What follows belongs to an exercise in optimizing a design on an open flow for small area and a short achievable clock period; a production flow would make more cautious choices.

rev 12:
==> module dec79_codec, before the edit <==
module dec79_codec (
    input  wire        clk,
    input  wire        rst,             
    input  wire        enc_in_valid,
    input  wire [63:0] enc_in_data,
    output reg         enc_out_valid,
    output wire [78:0] enc_out_word,
    input  wire        dec_in_valid,
    input  wire [78:0] dec_in_word,
    output reg         dec_out_valid,
    output wire [78:0] dec_out_word,
    output wire [1:0]  dec_out_nfix,
    output wire        dec_out_uncorr
);
    reg enc_v_q, dec_v_q;
    always @(posedge clk) begin
        if (rst) begin
            enc_v_q       <= 1'b0;
            dec_v_q       <= 1'b0;
            enc_out_valid <= 1'b0;
            dec_out_valid <= 1'b0;
        end else begin
            enc_v_q       <= enc_in_valid;
            dec_v_q       <= dec_in_valid;
            enc_out_valid <= enc_v_q;
            dec_out_valid <= dec_v_q;
        end
    end
    reg [63:0] enc_d_q;
    always @(posedge clk) enc_d_q <= enc_in_data;
    wire [78:0] enc_word;
    reg  [78:0] enc_w_q;
    dec79_enc u_enc (.data(enc_d_q), .word(enc_word));
    always @(posedge clk) enc_w_q <= enc_word;
    assign enc_out_word = enc_w_q;
    reg  [78:0] dec_w_q;
    wire [78:0] syn_word;
    wire [6:0]  s1, s3;
    wire        par;
    always @(posedge clk) dec_w_q <= dec_in_word;
    reg  [6:0]  s1_q, s3_q;
    reg         par_q;
    dec79_syn u_syn (.word(dec_in_word), .s1(s1), .s3(s3), .par(par));
    always @(posedge clk) begin
        s1_q  <= s1;
        s3_q  <= s3;
        par_q <= par;
    end
    wire [6:0] x1, x2;
    wire       f78, uncorr;
    wire [1:0] nfix;
    dec79_loc u_loc (.s1(s1_q), .s3(s3_q), .par(par_q), .x1(x1), .x2(x2),
                     .f78(f78), .nfix(nfix), .uncorr(uncorr));
    wire [77:0] cor_word;
    reg  [78:0] dec_o_q;
    reg  [1:0]  nfix_q;
    reg         uncorr_q;
    dec79_cor u_cor (.word_in(dec_w_q[77:0]), .x1(x1), .x2(x2), .word_out(cor_word));
    always @(posedge clk) begin
        dec_o_q  <= {dec_w_q[78] ^ f78, cor_word};
        nfix_q   <= nfix;
        uncorr_q <= uncorr;
    end
    assign dec_out_word   = dec_o_q;
    assign dec_out_nfix   = nfix_q;
    assign dec_out_uncorr = uncorr_q;
endmodule
Settings: LEC_CHECK=0, CAP_MARGIN=20, CORE_MARGIN=2, CORE_UTILIZATION=40, PLACE_DENSITY=0.6, SETUP_SLACK_MARGIN=0.4, SLEW_MARGIN=20; clock period 22.0 ns.
run.sh (not shown) runs the stock make flow with config.mk's settings and CLKGATE_MAP_FILE= SYNTH_SCRIPT=/design/flow/synth_recipe.tcl, a recipe that flattens the netlist after the stock synthesis.
Modified inputs, rev 13 compared to rev 12
diff --git a/flow/design.v b/flow/design.v
--- a/flow/design.v
+++ b/flow/design.v
@@ -1217,29 +1217,25 @@
     wire        par;
     always @(posedge clk) dec_w_q <= dec_in_word;
-    reg  [6:0]  s1_q, s3_q;
-    reg         par_q;
-    dec79_syn u_syn (.word(dec_in_word), .s1(s1), .s3(s3), .par(par));
-    always @(posedge clk) begin
-        s1_q  <= s1;
-        s3_q  <= s3;
-        par_q <= par;
-    end
+    dec79_syn u_syn (.word(dec_w_q), .s1(s1), .s3(s3), .par(par));
     wire [6:0] x1, x2;
     wire       f78, uncorr;
     wire [1:0] nfix;
-    dec79_loc u_loc (.s1(s1_q), .s3(s3_q), .par(par_q), .x1(x1), .x2(x2),
+    dec79_loc u_loc (.s1(s1), .s3(s3), .par(par), .x1(x1), .x2(x2),
                      .f78(f78), .nfix(nfix), .uncorr(uncorr));
-    wire [77:0] cor_word;
-    reg  [78:0] dec_o_q;
-    reg  [1:0]  nfix_q;
-    reg         uncorr_q;
-    dec79_cor u_cor (.word_in(dec_w_q[77:0]), .x1(x1), .x2(x2), .word_out(cor_word));
+    reg [78:0] dec_w_q2;
+    reg [6:0]  x1_q, x2_q;
+    reg [1:0]  nfix_q;
+    reg        uncorr_q;
     always @(posedge clk) begin
-        dec_o_q  <= {dec_w_q[78] ^ f78, cor_word};
+        dec_w_q2 <= {dec_w_q[78] ^ f78, dec_w_q[77:0]};
+        x1_q     <= x1;
+        x2_q     <= x2;
         nfix_q   <= nfix;
         uncorr_q <= uncorr;
     end
-    assign dec_out_word   = dec_o_q;
-    assign dec_out_nfix   = nfix_q;
-    assign dec_out_uncorr = uncorr_q;
+    dec79_cor u_cor (.word_in(dec_w_q2[77:0]), .x1(x1_q), .x2(x2_q),
+                     .word_out(dec_out_word[77:0]));
+    assign dec_out_word[78] = dec_w_q2[78];
+    assign dec_out_nfix     = nfix_q;
+    assign dec_out_uncorr   = uncorr_q;
 endmodule
Utilization came out lower on rev 13 than on rev 12. Compared rev 12 against rev 13; die boundary width within noise. The higher largest fanout of any net on the critical path of rev 12 and rev 13 is in rev 13. Synthesized cell area of rev 13 is on par with rev 12. The run showing the greater summed area of non-filler cells in the final layout is rev 12. Final critical-path share of the clock period was higher in the run labelled rev 13. Changes observed in rev 13 relative to rev 12: worst path setup slack after routing shrank by 1920 ps; net count of the mapped netlist saw an increase; clock slew at the register clock pins of the worst setup and hold paths roughly the same. Looking at critical path depth, rev 13 sits 18 higher than rev 12 does. The run showing the smaller global-route usage is rev 13.
No run of this note included a check of the RTL's function; only the layout flow was run.

[what the ideal ports hide]
Ports are ideal in the flow. The routed layouts listed here were re-timed in OpenROAD. Step 1 sets driving cells, clkbuf_16 on the clock port and buf_2 on the other inputs (assumed; they add their load-dependent delay and slew). Step 2 adds t to the input delays and takes it off the output delays; t is the mean of the earliest and latest rising clock arrival at the registers after step 1. Input paths then give back, and output paths get back, about the clock's delay inside the block. Slacks: no drivers / after step 1 / after step 2; pairs: no drivers / after step 1.
| run | t (ns) | setup WS [ns] | worst data-port slew with drivers (ns) |
|---|---|---|---|
| rev 12 | 0.600 | 13.210 / 13.236 / 12.636 | 0.07 |
| rev 13 | 0.625 | 11.290 / 11.290 / 11.290 | 0.08 |
After both steps every run listed still meets setup and hold. The setup slack of rev 12, which loses most, moves by +0.026 ns with the drivers and by -0.574 ns with both steps.
